This is an optimization exercise on Yosys and OpenROAD, whose aim is small area, a short achievable clock period and few clock cycles per item, not a production implementation.
Function was checked by simulation only, so behaviour that the tests miss may differ from the original.

P:
==> flow/design.v (excerpt) <==
module layer_blend (
    input  wire        clk,
    input  wire        rst,
    input  wire        cfg_we,
    input  wire        cfg_addr,
    input  wire [31:0] cfg_wdata,
    input  wire        in_valid,
    output wire        in_ready,
    input  wire [11:0] fg_y,
    input  wire [11:0] fg_cb,
    input  wire [11:0] fg_cr,
    input  wire [10:0] fg_a,
    input  wire [11:0] key_y,
    input  wire [11:0] bg_y,
    input  wire [11:0] bg_cb,
    input  wire [11:0] bg_cr,
    output reg         out_valid,
    input  wire        out_ready,
    output reg  [11:0] out_y,
    output reg  [11:0] out_cb,
    output reg  [11:0] out_cr
);
Size: roughly 380 flip-flops, ~170 I/O pins.
clock: 95.0 ns
lec_check: 0
cap_margin: 20
core_margin: 2
core_utilization: 40
slew_margin: 20
synth_hierarchical: 1
synth_minimum_keep_size: 0
standard.sh (not shown) runs the stock make flow with config.mk's settings and CLKGATE_MAP_FILE= SYNTH_SCRIPT=/design/flow/synth_recipe.tcl, a recipe that flattens the netlist after the stock synthesis.
==> flow/flow/run.sh <==
#!/bin/bash
# The standard layout, with plain buf_2 cells as the port buffers instead of
# the delay buffers that buffer_ports picks by default.
set -euo pipefail
export BUFFER_PORTS_ARGS="-buffer_cell sky130_fd_sc_hd__buf_2"
bash standard.sh > standard_flow.log 2>&1
Testbench counts of P, summed over its fixed seeds: cycles 24,768, items 24,576.
For Q, these inputs were changed with respect to P:
--- a/flow/design.v
+++ b/flow/design.v
@@ -69,44 +69,44 @@
         end
     end
     wire [11:0] r     = key_hi - key_lo;
     wire        below = r0_key < key_lo;
     wire        above = r0_key >= key_hi;
     wire [11:0] pos   = r0_key - key_lo;
     reg  [11:0] rem1;
-    reg  [4:0]  qa;
+    reg  [5:0]  qa;
     reg  [12:0] t1;
     integer i;
     always @(*) begin
         rem1 = pos;
-        for (i = 4; i >= 0; i = i - 1) begin
+        for (i = 5; i >= 0; i = i - 1) begin
             t1    = {rem1, 1'b0} - {1'b0, r};
             qa[i] = !t1[12] || rem1[11];
             rem1  = qa[i] ? t1[11:0] : {rem1[10:0], 1'b0};
         end
     end
     reg [11:0] r1_fy, r1_fcb, r1_fcr, r1_by, r1_bcb, r1_bcr;
     reg [11:0] r1_rem;     
-    reg [4:0]  r1_qa;
+    reg [5:0]  r1_qa;
     reg        r1_below, r1_above;
     always @(posedge clk) begin
         if (r1_free) begin
             r1_fy  <= r0_fy;  r1_fcb <= r0_fcb; r1_fcr <= r0_fcr;
             r1_by  <= r0_by;  r1_bcb <= r0_bcb; r1_bcr <= r0_bcr;
             r1_rem <= (asrc == 2'b01) ? r0_key : rem1;   r1_qa  <= qa;
             r1_below <= below; r1_above <= above;
         end
     end
     reg  [11:0] rem2;
-    reg  [5:0]  qb;
+    reg  [4:0]  qb;
     reg  [12:0] t2;
     integer k;
     always @(*) begin
         rem2 = r1_rem;
-        for (k = 5; k >= 0; k = k - 1) begin
+        for (k = 4; k >= 0; k = k - 1) begin
             t2    = {rem2, 1'b0} - {1'b0, r};
             qb[k] = !t2[12] || rem2[11];
             rem2  = qb[k] ? t2[11:0] : {rem2[10:0], 1'b0};
         end
     end
     reg [9:0] b;
     reg       b10, rb;
@@ -119,15 +119,15 @@
                 b   = r1_rem[9:0];
                 b10 = r1_rem[10];
             end
             2'b10: begin
                 if (r1_below || r1_above)
                     b10 = r1_above ^ key_inv;
                 else begin
-                    b  = {r1_qa, qb[5:1]} ^ {10{key_inv}};
+                    b  = {r1_qa, qb[4:1]} ^ {10{key_inv}};
                     rb = qb[0] ^ key_inv;
                 end
             end
             default: b10 = 1'b1;
         endcase
     end
     reg [11:0] r2_fy, r2_fcb, r2_fcr, r2_by, r2_bcb, r2_bcr;
Number of antenna-violating nets in the routed design: Q vs P identical. On layout sequential cell count, P tracks Q almost exactly. P ended up with out_cb[2] as its critical path startpoint; Q ended up with out_y[11]. For the worst setup margin, Q came in 0.021 ns higher than P did. Diff P -> Q: via count climbed 301, fraction of area in multi-input gates climbed 0.31 points, met1 wire length dropped about 0.7%, clock-buffer cell count dropped 4, routed wire length climbed 0.94%. Diff P..Q | share of the clock period used by the worst path after layout | negligible. In the flow results for P and Q, the area growth from synthesis to layout is larger on P.
Testbench counts of Q, summed over its fixed seeds: cycles 24,768, items 24,576.

## separate check: timing with driven ports
Ports are ideal in the flow. The routed layouts listed here were re-timed in OpenROAD. Step 1 (the two cells are an assumption about what drives the block):
set clk [get_ports {clk}]
set_driving_cell -lib_cell sky130_fd_sc_hd__clkbuf_16 $clk
set_driving_cell -lib_cell sky130_fd_sc_hd__buf_2 [delete_from_list [all_inputs] $clk]
Step 2 adds t to the input delays and takes it off the output delays; t is the mean of the earliest and latest rising clock arrival at the registers after step 1. Input paths then give back, and output paths get back, about the clock's delay inside the block. Three values: ideal ports, drivers, drivers and shift; two values: the first two.
| run | shift t [ns] | setup slack, ns | worst setup path at the end |
|---|---|---|---|
| P | 0.657 | 74.843 / 74.782 / 74.759 | input to register |
| Q | 0.667 | 74.864 / 74.798 / 74.693 | input to register |
After both steps every run listed still meets setup and hold. The setup slack of Q, which loses most, moves by -0.066 ns with the drivers and by -0.171 ns with both steps.
